This is an optimization exercise on Yosys and OpenROAD, whose aim is small area, a short achievable clock period and few clock cycles per item, not a production implementation.
In this exercise RTL edits were held to simulation tests only and were not proved equivalent to the original.

[flow/design.v]
module ghash_acc (
    input  wire         clk,
    input  wire         rst,         
    input  wire         in_valid,
    output wire         in_ready,
    input  wire         in_first,
    input  wire         in_last,
    input  wire [127:0] in_h,
    input  wire [127:0] in_x,
    output wire         out_valid,
    input  wire         out_ready,
    output wire [127:0] out_tag
);
    reg         rdy;         
    reg         xv;          
    reg         x_last;      
    reg         sv;          
    reg         s_last;      
    reg         ov;          
    reg [127:0] x_r;         
    reg [127:0] h_s;         
    reg [254:0] tq;          
    reg [127:0] st;          
    reg [127:0] tag;         
    wire [127:0] hc, xc;
    genvar gi;
    generate for (gi = 0; gi < 128; gi = gi + 1) begin : g_bits
        assign hc[gi] = in_h[127 - gi];
        assign xc[gi] = in_x[127 - gi];
        assign out_tag[127 - gi] = tag[gi];
    end endgenerate
    wire tag_ok = ~ov | out_ready;
    wire c_mul  = sv & ~s_last & xv;         
    wire [254:0] tq_n;
    assign tq_n[0] = h_s[1] ^ h_s[6] ^ h_s[7] ^ h_s[8] ^ h_s[122];
    assign tq_n[1] = h_s[2] ^ h_s[7] ^ h_s[8] ^ h_s[9] ^ h_s[123];
    assign tq_n[2] = h_s[3] ^ h_s[8] ^ h_s[9] ^ h_s[10] ^ h_s[124];
    assign tq_n[3] = h_s[4] ^ h_s[9] ^ h_s[10] ^ h_s[11] ^ h_s[125];
    assign tq_n[4] = h_s[5] ^ h_s[10] ^ h_s[11] ^ h_s[12] ^ h_s[126];
    assign tq_n[5] = h_s[6] ^ h_s[11] ^ h_s[12] ^ h_s[13] ^ h_s[127];
    assign tq_n[6] = h_s[7] ^ h_s[12] ^ h_s[13] ^ h_s[14];
    assign tq_n[7] = h_s[8] ^ h_s[13] ^ h_s[14] ^ h_s[15];
    assign tq_n[8] = h_s[9] ^ h_s[14] ^ h_s[15] ^ h_s[16];
    assign tq_n[9] = h_s[10] ^ h_s[15] ^ h_s[16] ^ h_s[17];
    assign tq_n[10] = h_s[11] ^ h_s[16] ^ h_s[17] ^ h_s[18];
    assign tq_n[11] = h_s[12] ^ h_s[17] ^ h_s[18] ^ h_s[19];
    assign tq_n[12] = h_s[13] ^ h_s[18] ^ h_s[19] ^ h_s[20];
    assign tq_n[13] = h_s[14] ^ h_s[19] ^ h_s[20] ^ h_s[21];
    assign tq_n[14] = h_s[15] ^ h_s[20] ^ h_s[21] ^ h_s[22];
    assign tq_n[15] = h_s[16] ^ h_s[21] ^ h_s[22] ^ h_s[23];
    assign tq_n[16] = h_s[17] ^ h_s[22] ^ h_s[23] ^ h_s[24];
    assign tq_n[17] = h_s[18] ^ h_s[23] ^ h_s[24] ^ h_s[25];
    assign tq_n[18] = h_s[19] ^ h_s[24] ^ h_s[25] ^ h_s[26];
    assign tq_n[19] = h_s[20] ^ h_s[25] ^ h_s[26] ^ h_s[27];
    assign tq_n[20] = h_s[21] ^ h_s[26] ^ h_s[27] ^ h_s[28];
    assign tq_n[21] = h_s[22] ^ h_s[27] ^ h_s[28] ^ h_s[29];
    assign tq_n[22] = h_s[23] ^ h_s[28] ^ h_s[29] ^ h_s[30];
    assign tq_n[23] = h_s[24] ^ h_s[29] ^ h_s[30] ^ h_s[31];
    assign tq_n[24] = h_s[25] ^ h_s[30] ^ h_s[31] ^ h_s[32];
    assign tq_n[25] = h_s[26] ^ h_s[31] ^ h_s[32] ^ h_s[33];
    assign tq_n[26] = h_s[27] ^ h_s[32] ^ h_s[33] ^ h_s[34];
    assign tq_n[27] = h_s[28] ^ h_s[33] ^ h_s[34] ^ h_s[35];
    assign tq_n[28] = h_s[29] ^ h_s[34] ^ h_s[35] ^ h_s[36];
    assign tq_n[29] = h_s[30] ^ h_s[35] ^ h_s[36] ^ h_s[37];
    assign tq_n[30] = h_s[31] ^ h_s[36] ^ h_s[37] ^ h_s[38];
    assign tq_n[31] = h_s[32] ^ h_s[37] ^ h_s[38] ^ h_s[39];
    assign tq_n[32] = h_s[33] ^ h_s[38] ^ h_s[39] ^ h_s[40];
    assign tq_n[33] = h_s[34] ^ h_s[39] ^ h_s[40] ^ h_s[41];
    assign tq_n[34] = h_s[35] ^ h_s[40] ^ h_s[41] ^ h_s[42];
    assign tq_n[35] = h_s[36] ^ h_s[41] ^ h_s[42] ^ h_s[43];
    assign tq_n[36] = h_s[37] ^ h_s[42] ^ h_s[43] ^ h_s[44];
    assign tq_n[37] = h_s[38] ^ h_s[43] ^ h_s[44] ^ h_s[45];
    assign tq_n[38] = h_s[39] ^ h_s[44] ^ h_s[45] ^ h_s[46];
    assign tq_n[39] = h_s[40] ^ h_s[45] ^ h_s[46] ^ h_s[47];
    assign tq_n[40] = h_s[41] ^ h_s[46] ^ h_s[47] ^ h_s[48];
    assign tq_n[41] = h_s[42] ^ h_s[47] ^ h_s[48] ^ h_s[49];
    assign tq_n[42] = h_s[43] ^ h_s[48] ^ h_s[49] ^ h_s[50];
    assign tq_n[43] = h_s[44] ^ h_s[49] ^ h_s[50] ^ h_s[51];
    assign tq_n[44] = h_s[45] ^ h_s[50] ^ h_s[51] ^ h_s[52];
    assign tq_n[45] = h_s[46] ^ h_s[51] ^ h_s[52] ^ h_s[53];
    assign tq_n[46] = h_s[47] ^ h_s[52] ^ h_s[53] ^ h_s[54];
    assign tq_n[47] = h_s[48] ^ h_s[53] ^ h_s[54] ^ h_s[55];
    assign tq_n[48] = h_s[49] ^ h_s[54] ^ h_s[55] ^ h_s[56];
    assign tq_n[49] = h_s[50] ^ h_s[55] ^ h_s[56] ^ h_s[57];
    assign tq_n[50] = h_s[51] ^ h_s[56] ^ h_s[57] ^ h_s[58];
    assign tq_n[51] = h_s[52] ^ h_s[57] ^ h_s[58] ^ h_s[59];
    assign tq_n[52] = h_s[53] ^ h_s[58] ^ h_s[59] ^ h_s[60];
    assign tq_n[53] = h_s[54] ^ h_s[59] ^ h_s[60] ^ h_s[61];
    assign tq_n[54] = h_s[55] ^ h_s[60] ^ h_s[61] ^ h_s[62];
    assign tq_n[55] = h_s[56] ^ h_s[61] ^ h_s[62] ^ h_s[63];
    assign tq_n[56] = h_s[57] ^ h_s[62] ^ h_s[63] ^ h_s[64];
    assign tq_n[57] = h_s[58] ^ h_s[63] ^ h_s[64] ^ h_s[65];
    assign tq_n[58] = h_s[59] ^ h_s[64] ^ h_s[65] ^ h_s[66];
    assign tq_n[59] = h_s[60] ^ h_s[65] ^ h_s[66] ^ h_s[67];
    assign tq_n[60] = h_s[61] ^ h_s[66] ^ h_s[67] ^ h_s[68];
    assign tq_n[61] = h_s[62] ^ h_s[67] ^ h_s[68] ^ h_s[69];
    assign tq_n[62] = h_s[63] ^ h_s[68] ^ h_s[69] ^ h_s[70];
    assign tq_n[63] = h_s[64] ^ h_s[69] ^ h_s[70] ^ h_s[71];
    assign tq_n[64] = h_s[65] ^ h_s[70] ^ h_s[71] ^ h_s[72];
    assign tq_n[65] = h_s[66] ^ h_s[71] ^ h_s[72] ^ h_s[73];
    assign tq_n[66] = h_s[67] ^ h_s[72] ^ h_s[73] ^ h_s[74];
    assign tq_n[67] = h_s[68] ^ h_s[73] ^ h_s[74] ^ h_s[75];
    assign tq_n[68] = h_s[69] ^ h_s[74] ^ h_s[75] ^ h_s[76];
    assign tq_n[69] = h_s[70] ^ h_s[75] ^ h_s[76] ^ h_s[77];
    assign tq_n[70] = h_s[71] ^ h_s[76] ^ h_s[77] ^ h_s[78];
    assign tq_n[71] = h_s[72] ^ h_s[77] ^ h_s[78] ^ h_s[79];
    assign tq_n[72] = h_s[73] ^ h_s[78] ^ h_s[79] ^ h_s[80];
    assign tq_n[73] = h_s[74] ^ h_s[79] ^ h_s[80] ^ h_s[81];
    assign tq_n[74] = h_s[75] ^ h_s[80] ^ h_s[81] ^ h_s[82];
    assign tq_n[75] = h_s[76] ^ h_s[81] ^ h_s[82] ^ h_s[83];
    assign tq_n[76] = h_s[77] ^ h_s[82] ^ h_s[83] ^ h_s[84];
    assign tq_n[77] = h_s[78] ^ h_s[83] ^ h_s[84] ^ h_s[85];
    assign tq_n[78] = h_s[79] ^ h_s[84] ^ h_s[85] ^ h_s[86];
    assign tq_n[79] = h_s[80] ^ h_s[85] ^ h_s[86] ^ h_s[87];
    assign tq_n[80] = h_s[81] ^ h_s[86] ^ h_s[87] ^ h_s[88];
    assign tq_n[81] = h_s[82] ^ h_s[87] ^ h_s[88] ^ h_s[89];
    assign tq_n[82] = h_s[83] ^ h_s[88] ^ h_s[89] ^ h_s[90];
    assign tq_n[83] = h_s[84] ^ h_s[89] ^ h_s[90] ^ h_s[91];
    assign tq_n[84] = h_s[85] ^ h_s[90] ^ h_s[91] ^ h_s[92];
    assign tq_n[85] = h_s[86] ^ h_s[91] ^ h_s[92] ^ h_s[93];
    assign tq_n[86] = h_s[87] ^ h_s[92] ^ h_s[93] ^ h_s[94];
    assign tq_n[87] = h_s[88] ^ h_s[93] ^ h_s[94] ^ h_s[95];
    assign tq_n[88] = h_s[89] ^ h_s[94] ^ h_s[95] ^ h_s[96];
    assign tq_n[89] = h_s[90] ^ h_s[95] ^ h_s[96] ^ h_s[97];
    assign tq_n[90] = h_s[91] ^ h_s[96] ^ h_s[97] ^ h_s[98];
    assign tq_n[91] = h_s[92] ^ h_s[97] ^ h_s[98] ^ h_s[99];
    assign tq_n[92] = h_s[93] ^ h_s[98] ^ h_s[99] ^ h_s[100];
    assign tq_n[93] = h_s[94] ^ h_s[99] ^ h_s[100] ^ h_s[101];
    assign tq_n[94] = h_s[95] ^ h_s[100] ^ h_s[101] ^ h_s[102];
    assign tq_n[95] = h_s[96] ^ h_s[101] ^ h_s[102] ^ h_s[103];
    assign tq_n[96] = h_s[97] ^ h_s[102] ^ h_s[103] ^ h_s[104];
    assign tq_n[97] = h_s[98] ^ h_s[103] ^ h_s[104] ^ h_s[105];
    assign tq_n[98] = h_s[99] ^ h_s[104] ^ h_s[105] ^ h_s[106];
    assign tq_n[99] = h_s[100] ^ h_s[105] ^ h_s[106] ^ h_s[107];
    assign tq_n[100] = h_s[101] ^ h_s[106] ^ h_s[107] ^ h_s[108];
    assign tq_n[101] = h_s[102] ^ h_s[107] ^ h_s[108] ^ h_s[109];
    assign tq_n[102] = h_s[103] ^ h_s[108] ^ h_s[109] ^ h_s[110];
    assign tq_n[103] = h_s[104] ^ h_s[109] ^ h_s[110] ^ h_s[111];
    assign tq_n[104] = h_s[105] ^ h_s[110] ^ h_s[111] ^ h_s[112];
    assign tq_n[105] = h_s[106] ^ h_s[111] ^ h_s[112] ^ h_s[113];
    assign tq_n[106] = h_s[107] ^ h_s[112] ^ h_s[113] ^ h_s[114];
    assign tq_n[107] = h_s[108] ^ h_s[113] ^ h_s[114] ^ h_s[115];
    assign tq_n[108] = h_s[109] ^ h_s[114] ^ h_s[115] ^ h_s[116];
    assign tq_n[109] = h_s[110] ^ h_s[115] ^ h_s[116] ^ h_s[117];
    assign tq_n[110] = h_s[111] ^ h_s[116] ^ h_s[117] ^ h_s[118];
    assign tq_n[111] = h_s[112] ^ h_s[117] ^ h_s[118] ^ h_s[119];
    assign tq_n[112] = h_s[113] ^ h_s[118] ^ h_s[119] ^ h_s[120];
    assign tq_n[113] = h_s[114] ^ h_s[119] ^ h_s[120] ^ h_s[121];
    assign tq_n[114] = h_s[115] ^ h_s[120] ^ h_s[121] ^ h_s[122];
    assign tq_n[115] = h_s[116] ^ h_s[121] ^ h_s[122] ^ h_s[123];
    assign tq_n[116] = h_s[117] ^ h_s[122] ^ h_s[123] ^ h_s[124];
    assign tq_n[117] = h_s[118] ^ h_s[123] ^ h_s[124] ^ h_s[125];
    assign tq_n[118] = h_s[119] ^ h_s[124] ^ h_s[125] ^ h_s[126];
    assign tq_n[119] = h_s[120] ^ h_s[125] ^ h_s[126] ^ h_s[127];
    assign tq_n[120] = h_s[0] ^ h_s[121] ^ h_s[126] ^ h_s[127];
    assign tq_n[121] = h_s[1] ^ h_s[122] ^ h_s[127];
    assign tq_n[122] = h_s[2] ^ h_s[123];
    assign tq_n[123] = h_s[3] ^ h_s[124];
    assign tq_n[124] = h_s[4] ^ h_s[125];
    assign tq_n[125] = h_s[5] ^ h_s[126];
    assign tq_n[126] = h_s[6] ^ h_s[127];
    assign tq_n[127] = h_s[7];
    assign tq_n[128] = h_s[8];
    assign tq_n[129] = h_s[9];
    assign tq_n[130] = h_s[10];
    assign tq_n[131] = h_s[11];
    assign tq_n[132] = h_s[12];
    assign tq_n[133] = h_s[13];
    assign tq_n[134] = h_s[14];
    assign tq_n[135] = h_s[15];
    assign tq_n[136] = h_s[16];
    assign tq_n[137] = h_s[17];
    assign tq_n[138] = h_s[18];
    assign tq_n[139] = h_s[19];
    assign tq_n[140] = h_s[20];
    assign tq_n[141] = h_s[21];
    assign tq_n[142] = h_s[22];
    assign tq_n[143] = h_s[23];
    assign tq_n[144] = h_s[24];
    assign tq_n[145] = h_s[25];
    assign tq_n[146] = h_s[26];
    assign tq_n[147] = h_s[27];
    assign tq_n[148] = h_s[28];
    assign tq_n[149] = h_s[29];
    assign tq_n[150] = h_s[30];
    assign tq_n[151] = h_s[31];
    assign tq_n[152] = h_s[32];
    assign tq_n[153] = h_s[33];
    assign tq_n[154] = h_s[34];
    assign tq_n[155] = h_s[35];
    assign tq_n[156] = h_s[36];
    assign tq_n[157] = h_s[37];
    assign tq_n[158] = h_s[38];
    assign tq_n[159] = h_s[39];
    assign tq_n[160] = h_s[40];
    assign tq_n[161] = h_s[41];
    assign tq_n[162] = h_s[42];
    assign tq_n[163] = h_s[43];
    assign tq_n[164] = h_s[44];
    assign tq_n[165] = h_s[45];
    assign tq_n[166] = h_s[46];
    assign tq_n[167] = h_s[47];
    assign tq_n[168] = h_s[48];
    assign tq_n[169] = h_s[49];
    assign tq_n[170] = h_s[50];
    assign tq_n[171] = h_s[51];
    assign tq_n[172] = h_s[52];
    assign tq_n[173] = h_s[53];
    assign tq_n[174] = h_s[54];
    assign tq_n[175] = h_s[55];
    assign tq_n[176] = h_s[56];
    assign tq_n[177] = h_s[57];
    assign tq_n[178] = h_s[58];
    assign tq_n[179] = h_s[59];
    assign tq_n[180] = h_s[60];
    assign tq_n[181] = h_s[61];
    assign tq_n[182] = h_s[62];
    assign tq_n[183] = h_s[63];
    assign tq_n[184] = h_s[64];
    assign tq_n[185] = h_s[65];
    assign tq_n[186] = h_s[66];
    assign tq_n[187] = h_s[67];
    assign tq_n[188] = h_s[68];
    assign tq_n[189] = h_s[69];
    assign tq_n[190] = h_s[70];
    assign tq_n[191] = h_s[71];
    assign tq_n[192] = h_s[72];
    assign tq_n[193] = h_s[73];
    assign tq_n[194] = h_s[74];
    assign tq_n[195] = h_s[75];
    assign tq_n[196] = h_s[76];
    assign tq_n[197] = h_s[77];
    assign tq_n[198] = h_s[78];
    assign tq_n[199] = h_s[79];
    assign tq_n[200] = h_s[80];
    assign tq_n[201] = h_s[81];
    assign tq_n[202] = h_s[82];
    assign tq_n[203] = h_s[83];
    assign tq_n[204] = h_s[84];
    assign tq_n[205] = h_s[85];
    assign tq_n[206] = h_s[86];
    assign tq_n[207] = h_s[87];
    assign tq_n[208] = h_s[88];
    assign tq_n[209] = h_s[89];
    assign tq_n[210] = h_s[90];
    assign tq_n[211] = h_s[91];
    assign tq_n[212] = h_s[92];
    assign tq_n[213] = h_s[93];
    assign tq_n[214] = h_s[94];
    assign tq_n[215] = h_s[95];
    assign tq_n[216] = h_s[96];
    assign tq_n[217] = h_s[97];
    assign tq_n[218] = h_s[98];
    assign tq_n[219] = h_s[99];
    assign tq_n[220] = h_s[100];
    assign tq_n[221] = h_s[101];
    assign tq_n[222] = h_s[102];
    assign tq_n[223] = h_s[103];
    assign tq_n[224] = h_s[104];
    assign tq_n[225] = h_s[105];
    assign tq_n[226] = h_s[106];
    assign tq_n[227] = h_s[107];
    assign tq_n[228] = h_s[108];
    assign tq_n[229] = h_s[109];
    assign tq_n[230] = h_s[110];
    assign tq_n[231] = h_s[111];
    assign tq_n[232] = h_s[112];
    assign tq_n[233] = h_s[113];
    assign tq_n[234] = h_s[114];
    assign tq_n[235] = h_s[115];
    assign tq_n[236] = h_s[116];
    assign tq_n[237] = h_s[117];
    assign tq_n[238] = h_s[118];
    assign tq_n[239] = h_s[119];
    assign tq_n[240] = h_s[120];
    assign tq_n[241] = h_s[121];
    assign tq_n[242] = h_s[122];
    assign tq_n[243] = h_s[123];
    assign tq_n[244] = h_s[124];
    assign tq_n[245] = h_s[125];
    assign tq_n[246] = h_s[126];
    assign tq_n[247] = h_s[127];
    assign tq_n[248] = h_s[0];
    assign tq_n[249] = h_s[1];
    assign tq_n[250] = h_s[2];
    assign tq_n[251] = h_s[3];
    assign tq_n[252] = h_s[4];
    assign tq_n[253] = h_s[5];
    assign tq_n[254] = h_s[6];
    wire [127:0] a = st;
    wire [127:0] xi = c_mul ? x_r : 128'h0;    
    wire [127:0] o;          
    wire [111:0] lo;     
    ghash_tmvp #(.N(128)) u_mul (.t(tq), .v(a), .x({7'h0, xi[127:7]}), .o(o), .lo(lo));
    wire [127:0] c;          
    assign c[127:7] = o[120:0];
    assign c[0] = (((lo[0] ^ lo[105]) ^ ((lo[84] ^ lo[7]) ^ (lo[14] ^ lo[28]))) ^ (((lo[49] ^ lo[56]) ^ (lo[77] ^ lo[91])) ^ ((lo[98] ^ (xi[0] ^ lo[21])) ^ ((lo[35] ^ lo[42]) ^ (lo[63] ^ lo[70])))));
    assign c[1] = (((((lo[64] ^ lo[71]) ^ lo[0]) ^ (lo[105] ^ lo[1])) ^ ((lo[106] ^ (lo[85] ^ lo[7])) ^ ((lo[14] ^ lo[28]) ^ (lo[49] ^ lo[56])))) ^ ((((lo[77] ^ lo[91]) ^ (lo[98] ^ lo[8])) ^ ((lo[15] ^ lo[29]) ^ (lo[50] ^ lo[57]))) ^ (((lo[78] ^ lo[92]) ^ (lo[99] ^ ((xi[1] ^ (a[0] & (tq[248]))) ^ lo[21]))) ^ (((lo[35] ^ lo[42]) ^ (lo[63] ^ lo[70])) ^ ((lo[84] ^ lo[22]) ^ (lo[36] ^ lo[43]))))));
    assign c[2] = (((((lo[99] ^ lo[9]) ^ (lo[16] ^ lo[30])) ^ ((lo[51] ^ lo[58]) ^ (lo[79] ^ lo[93]))) ^ (((lo[100] ^ (((a[1] & (tq[248])) ^ (xi[2] ^ (a[0] & (tq[248] ^ tq[249])))) ^ lo[21])) ^ ((lo[35] ^ lo[42]) ^ (lo[63] ^ lo[70]))) ^ (((lo[84] ^ lo[22]) ^ (lo[36] ^ lo[43])) ^ ((lo[64] ^ lo[71]) ^ (lo[85] ^ lo[23]))))) ^ (((((lo[37] ^ lo[44]) ^ (lo[65] ^ lo[72])) ^ (lo[0] ^ lo[105])) ^ ((lo[1] ^ lo[106]) ^ (lo[2] ^ lo[107]))) ^ ((((lo[86] ^ lo[7]) ^ (lo[14] ^ lo[28])) ^ ((lo[49] ^ lo[56]) ^ (lo[77] ^ lo[91]))) ^ (((lo[98] ^ lo[8]) ^ (lo[15] ^ lo[29])) ^ ((lo[50] ^ lo[57]) ^ (lo[78] ^ lo[92]))))));
    assign c[3] = (((((lo[100] ^ lo[10]) ^ (lo[17] ^ lo[31])) ^ ((lo[52] ^ lo[59]) ^ (lo[80] ^ lo[94]))) ^ (((lo[101] ^ (((xi[3] ^ (a[0] & (tq[249] ^ tq[250]))) ^ ((a[1] & (tq[248] ^ tq[249])) ^ (a[2] & (tq[248])))) ^ lo[22])) ^ ((lo[36] ^ lo[43]) ^ (lo[64] ^ lo[71]))) ^ (((lo[85] ^ lo[23]) ^ (lo[37] ^ lo[44])) ^ ((lo[65] ^ lo[72]) ^ (lo[86] ^ lo[24]))))) ^ (((((lo[38] ^ lo[45]) ^ (lo[66] ^ lo[73])) ^ (lo[1] ^ lo[106])) ^ ((lo[2] ^ lo[107]) ^ (lo[3] ^ lo[108]))) ^ ((((lo[87] ^ lo[8]) ^ (lo[15] ^ lo[29])) ^ ((lo[50] ^ lo[57]) ^ (lo[78] ^ lo[92]))) ^ (((lo[99] ^ lo[9]) ^ (lo[16] ^ lo[30])) ^ ((lo[51] ^ lo[58]) ^ (lo[79] ^ lo[93]))))));
    assign c[4] = (((((lo[101] ^ lo[11]) ^ (lo[18] ^ lo[32])) ^ ((lo[53] ^ lo[60]) ^ (lo[81] ^ lo[95]))) ^ (((lo[102] ^ ((((a[1] & (tq[249] ^ tq[250])) ^ (a[2] & (tq[248] ^ tq[249]))) ^ ((a[3] & (tq[248])) ^ (xi[4] ^ (a[0] & (tq[250] ^ tq[251]))))) ^ lo[23])) ^ ((lo[37] ^ lo[44]) ^ (lo[65] ^ lo[72]))) ^ (((lo[86] ^ lo[24]) ^ (lo[38] ^ lo[45])) ^ ((lo[66] ^ lo[73]) ^ (lo[87] ^ lo[25]))))) ^ (((((lo[39] ^ lo[46]) ^ (lo[67] ^ lo[74])) ^ (lo[2] ^ lo[107])) ^ ((lo[3] ^ lo[108]) ^ (lo[4] ^ lo[109]))) ^ ((((lo[88] ^ lo[9]) ^ (lo[16] ^ lo[30])) ^ ((lo[51] ^ lo[58]) ^ (lo[79] ^ lo[93]))) ^ (((lo[100] ^ lo[10]) ^ (lo[17] ^ lo[31])) ^ ((lo[52] ^ lo[59]) ^ (lo[80] ^ lo[94]))))));
    assign c[5] = (((((lo[102] ^ lo[12]) ^ (lo[19] ^ lo[33])) ^ ((lo[54] ^ lo[61]) ^ (lo[82] ^ lo[96]))) ^ (((lo[103] ^ ((((a[3] & (tq[248] ^ tq[249])) ^ (a[4] & (tq[248]))) ^ ((xi[5] ^ (a[0] & (tq[251] ^ tq[252]))) ^ ((a[1] & (tq[250] ^ tq[251])) ^ (a[2] & (tq[249] ^ tq[250]))))) ^ lo[24])) ^ ((lo[38] ^ lo[45]) ^ (lo[66] ^ lo[73]))) ^ (((lo[87] ^ lo[25]) ^ (lo[39] ^ lo[46])) ^ ((lo[67] ^ lo[74]) ^ (lo[88] ^ lo[26]))))) ^ (((((lo[40] ^ lo[47]) ^ (lo[68] ^ lo[75])) ^ (lo[3] ^ lo[108])) ^ ((lo[4] ^ lo[109]) ^ (lo[5] ^ lo[110]))) ^ ((((lo[89] ^ lo[10]) ^ (lo[17] ^ lo[31])) ^ ((lo[52] ^ lo[59]) ^ (lo[80] ^ lo[94]))) ^ (((lo[101] ^ lo[11]) ^ (lo[18] ^ lo[32])) ^ ((lo[53] ^ lo[60]) ^ (lo[81] ^ lo[95]))))));
    assign c[6] = (((((lo[103] ^ lo[13]) ^ (lo[20] ^ lo[34])) ^ ((lo[55] ^ lo[62]) ^ (lo[83] ^ lo[97]))) ^ (((lo[104] ^ ((((a[5] & (tq[248])) ^ (xi[6] ^ (a[0] & (tq[252] ^ tq[253])))) ^ (((a[1] & (tq[251] ^ tq[252])) ^ (a[2] & (tq[250] ^ tq[251]))) ^ ((a[3] & (tq[249] ^ tq[250])) ^ (a[4] & (tq[248] ^ tq[249]))))) ^ lo[25])) ^ ((lo[39] ^ lo[46]) ^ (lo[67] ^ lo[74]))) ^ (((lo[88] ^ lo[26]) ^ (lo[40] ^ lo[47])) ^ ((lo[68] ^ lo[75]) ^ (lo[89] ^ lo[27]))))) ^ (((((lo[41] ^ lo[48]) ^ (lo[69] ^ lo[76])) ^ (lo[4] ^ lo[109])) ^ ((lo[5] ^ lo[110]) ^ (lo[6] ^ lo[111]))) ^ ((((lo[90] ^ lo[11]) ^ (lo[18] ^ lo[32])) ^ ((lo[53] ^ lo[60]) ^ (lo[81] ^ lo[95]))) ^ (((lo[102] ^ lo[12]) ^ (lo[19] ^ lo[33])) ^ ((lo[54] ^ lo[61]) ^ (lo[82] ^ lo[96]))))));
    wire c_tag  = sv & s_last & tag_ok;      
    wire c_load = ~sv & xv;                  
    wire fold   = c_mul | ((c_tag | c_load) & xv);    
    wire ld_h   = (c_tag | c_load) & xv;     
    wire keep   = ~(c_mul | c_tag | c_load);
    wire acc    = in_valid & rdy & ~rst;
    wire xv_n   = acc | (xv & ~fold);
    wire sv_n   = c_mul | ld_h | (sv & keep);
    wire sl_n   = fold ? x_last : s_last;
    wire ov_n   = c_tag | (ov & ~out_ready);
    wire [127:0] st_q = (keep ? st : 128'h0) ^ (fold ? x_r : 128'h0);
    assign in_ready  = rdy;
    assign out_valid = ov;
    always @(posedge clk) begin
        if (rdy)
            x_r <= xc;
        if (acc) begin
            x_last <= in_last;
            if (in_first)
                h_s <= hc;
        end
        if (ld_h)
            tq <= tq_n;
        st <= c_mul ? c : st_q;
        if (c_tag)
            tag <= c;
        if (rst) begin
            rdy    <= 1'b1;
            xv     <= 1'b0;
            sv     <= 1'b0;
            s_last <= 1'b0;
            ov     <= 1'b0;
        end else begin
            rdy    <= ~(xv_n & sv_n & sl_n & ov_n);
            xv     <= xv_n;
            sv     <= sv_n;
            s_last <= sl_n;
            ov     <= ov_n;
        end
    end
endmodule
module ghash_tmvp #(parameter integer N = 128) (
    input  wire [2*N-2:0] t,
    input  wire [N-1:0]   v,
    input  wire [N-1:0]   x,
    output wire [N-1:0]   o,
    output wire [7*(N/8)-1:0] lo
);
    generate if (N <= 8) begin : g_base
        genvar i;
        for (i = 0; i < N; i = i + 1) begin : g_row
            wire [N-1:0] row;
            genvar j;
            for (j = 0; j < N; j = j + 1) begin : g_col
                assign row[j] = t[i - j + N - 1] & v[j];
            end
            assign o[i] = (^row) ^ x[i];
        end
        assign lo = o[N-1:N-7];
    end else begin : g_split
        localparam integer H = N / 2;
        wire [3*H-2:0] s = t[3*H-2:0] ^ t[4*H-2:H];
        wire [H-1:0] p0, p1, p2;
        wire [7*(H/8)-1:0] l0, l1, l2;
        ghash_tmvp #(.N(H)) u0 (.t(t[3*H-2:H]), .v(v[H-1:0] ^ v[N-1:H]), .x({H{1'b0}}), .o(p0), .lo(l0));
        ghash_tmvp #(.N(H)) u1 (.t(s[2*H-2:0]),  .v(v[N-1:H]),           .x({H{1'b0}}), .o(p1), .lo(l1));
        ghash_tmvp #(.N(H)) u2 (.t(s[3*H-2:H]),  .v(v[H-1:0]),           .x({H{1'b0}}), .o(p2), .lo(l2));
        assign o = {p0 ^ (p2 ^ x[N-1:H]), p0 ^ (p1 ^ x[H-1:0])};
        assign lo = {l2, l0};
    end endgenerate
endmodule
[flow/run.sh]
#!/bin/bash
# synth_recipe.tcl (not shown) runs the flow's synth.tcl, then flattens the netlist and writes it again
# the make line also repeats each setting of config.mk as NAME=value (left out here)
make -C /OpenROAD-flow-scripts/flow DESIGN_CONFIG=/design/flow/config.mk WORK_HOME=/design/flow/orfs CLKGATE_MAP_FILE= SYNTH_SCRIPT=/design/flow/synth_recipe.tcl finish
[flow/config.mk]
export PLATFORM = sky130hd
export DESIGN_NAME = ghash_acc
export DESIGN_NICKNAME = ghash_acc
export VERILOG_FILES = /design/flow/design.v
export SDC_FILE = /design/flow/constraint.sdc
export NUM_CORES = 4
export LEC_CHECK = 0
export CAP_MARGIN = 30
export CORE_MARGIN = 2
export CORE_UTILIZATION = 45
export PLACE_DENSITY = 0.65
export SETUP_SLACK_MARGIN = 5
export SLEW_MARGIN = 40
[flow/constraint.sdc]
create_clock -name core_clock -period 10.0 [get_ports {clk}]
set_input_delay 2.0000 -clock core_clock [delete_from_list [all_inputs] [get_ports {clk}]]
set_output_delay 2.0000 -clock core_clock [all_outputs]
set_load 0.01 [all_outputs]
==> run notes <==
per-stage QoR:
stage               setup WS, ns  hold slack (ns)
finish                      4.66            0.477
global route                4.84            0.520
CTS                         4.79            0.480
detailed placement          3.69            0.465
global placement            3.28            0.452
floorplan                   4.88            0.447
worst max-delay path, cell delays in order (launching register included):
cell,delay [ns]
dfxtp_1,0.62
buf_4,0.38
xnor2_2,0.15
buf_4,0.28
xnor2_1,0.12
buf_4,0.19
xnor2_2,0.44
nor2_1,0.10
xor2_1,0.19
xnor2_1,0.18
xnor2_2,0.39
xnor2_2,0.21
xnor2_2,0.54
xor2_1,0.27
xnor2_4,0.61
xnor2_2,0.28
layer usage:
metal	vias up	routed length [µm]	part of all wire	track usage
met2	10100	259000	0.37	0.650
met4	36	80900	0.12	0.436
li1	48500	-	-	-
met3	2747	111000	0.16	0.235
met1	55600	240000	0.35	0.582
met5	-	1400	0.0020	0.0337
sequential cells by signal, summed over array words and instances, names as in the netlist:
signal,flops
s_last,1
st,128
tq,255
tag,128
xv,1
x_r,128
rdy,1
h_s,128
x_last,1
ov,1
sv,1
area by class of cell:
| type | instances | area [µm²] |
|---|---|---|
| clock inverter | 58 | 563 |
| clock buffer | 99 | 2220 |
| antenna | 27 | 67.6 |
| sequential | 773 | 21900 |
| tap | 3533 | 4420 |
| timing repair buffer | 1647 | 15300 |
| multi-input combinational | 13800 | 107000 |
| fill | 23900 | 114000 |
| inverter | 11 | 45.0 |
how the worst max path moves through the flow:
stage,start,depth (start not counted),end
4_1_cts,tq[157],14,st[2]
5_1_grt,st[66],17,st[54]
6_report,st[66],15,tag[59]
2_1_floorplan,out_ready,8,st[100]
3_3_place_gp,st[2],17,st[6]
3_5_place_dp,st[125],15,st[2]
Yosys cell counts (70+ instances only):
library cell  number  area (µm²)
xor2_1          1356       11900
xnor2_2          109        1770
nor2_1          3816       14300
nand2b_1          82         513
buf_2            117         586
dfxtp_1          133        2660
nand2_1         1563        5870
a22oi_1          102         766
xnor2_1         6467       56600
clkbuf_1         302        1130
nor2b_1           70         438
edfxtp_1         640       19200
timing repair:
| item | 4_1_cts | 5_1_grt |
|---|---|---|
| cloned | 0 | 2 |
| buffers inserted | 201 | 214 |
| resized for setup | 474 | 493 |
| endpoints found under the setup margin | 256 | 242 |
| pin swaps | 98 | 113 |
cell families (layout without fill, tap and decap cells):
| logic type | count (synthesis) | in the layout | share of synthesized area |
|---|---|---|---|
| XOR/XNOR | 8070 | 8071 | 0.613 |
| multiplexers | 4 | 4 | 0.000364 |
| AO/OA/AOI/OAI | 179 | 179 | 0.0113 |
| flip-flops | 773 | 773 | 0.182 |
| buffers and inverters | 468 | 1815 | 0.0165 |
| AND/OR/NAND/NOR | 5539 | 5539 | 0.176 |
| adder cells (fa/ha/maj) | 1 | 1 | 0.0000833 |
| other | 0 | 27 | 0 |
==> impl_metrics.yaml <==
detailed_routing:
  antenna_left: 0
  avgRoutedWirePerCell_um: 34.7
  drtPass1Iterations: 13
  wl_um: 693000
  vias_per_cell: 5.86
  drt_iter0_markers: 19400
  route.detailed.drc: 0
  vias: 117000
place:
  gp_congestion: 1.18
  placed_cell_area_um2: 137000
  dp.cells: 19300
  post-dp-hpwl_um: 547000
  place.port_buffers: 391
sta:
  max_freq_ghz: 0.187
  setup_viol_count_final: 0
  max_slew_margin: 0.236
  period_share: 0.534
  grt_setup_unrepaired: "true"
  worst_slew_pin_slew_ns: 1.14
  fin_skew_ns: 0.0868
  hold_viol: 0
  setup-tns-final_ns: 0
  final.min_clock_period_ns: 5.34
  final_max_slew_viol_count: 0
global_routing:
  grt.total_usage: 0.491
  grt_pass1_vias: 104000
  overflow: 0
  grt_pass1_wl_um: 913000
  antenna_found_initial: 35
  grt_max_degree: 119
final_layout:
  nNetsFinal: 16600
  layout_common_cells: "xnor2_1, nor2_1, nand2_1"
  final_cells: 19900
  utilization: 0.572
  drive_gt1_frac: 0.160
  layout-area-overhead-vs-synth_pct: 26.2
  final_common_cell: "xnor2_1"
  final_cell_area_um2: 152000
floorplan:
  ioPinCount: 392
  die_width_um: 521
  die_area_um2: 271000
  std_cell_rows: 189
  die_y_um: 521
  coreArea_um2: 265000
  initial_utilization: 0.453
cts:
  clkSinkCount: 773
  cts_tree: "yes"
  clk_pin_slew_ns: 0.07
  cts_hold_buf: 0
  clk_path_buf_depth: 3
  clk_latency_ns: 0.79
  cts_root_buf: "clkbuf_16"
  htree_levels: 3
  cts_buffers: 86
critical_path:
  r2r-end: "tag[59]"
  cp-start-kind: "flop"
  crit_required_ns: 10.46
  r2r_cells: 15
  r2r_start: "st[66]"
  critPathKind: "reg -> reg"
  reg2reg_slack_ns: 4.66
  end_kind: "flop"
  worstPathArrival_ns: 5.79
  path_max_fanout: 12
synth:
  avgSynthCellArea_um2: 7.99
  synth_flop_cell: "edfxtp_1"
  synth_nets: 15300
  synth_seq_cells: 773
  synthCells: 15000
  yosysSeqAreaShare: 0.182
  mappedNetlistArea_um2: 120000
  ys_warn_count: 1
  synth.distinct_cells: 40
  async_flop_share: 0
  synth_edf_count: 640
min_path:
  hp-class: "reg -> reg"
  min_to: "st[116]"
  hold_depth: 2
  min_from: "st[116]"
flow_run:
  maxCapViolCount: 0
run_status:
  outcome: "complete, no violations"
Testbench counts, summed over its fixed seeds: cycles 1,239, blocks 1,201.

re-timing with driven ports:
Ports are ideal in the flow. The routed layout listed here was re-timed in OpenROAD. Step 1, drivers: a clkbuf_16 drives clk and a buf_2 each remaining input, both assumed. Step 2 adds t to the input delays and takes it off the output delays; t is the mean of the earliest and latest rising clock arrival at the registers after step 1. Input paths then give back, and output paths get back, about the clock's delay inside the block. Three values: no drivers, after step 1, after step 2; two values: the first two.
t, ns: 0.861
setup slack, ns: 4.664 / 4.664 / 4.118
pins driven straight from the clock port: 1
After both steps setup and hold are still met in this run. The setup slack of this run moves by 0.000 ns with the drivers and by -0.546 ns with both steps.
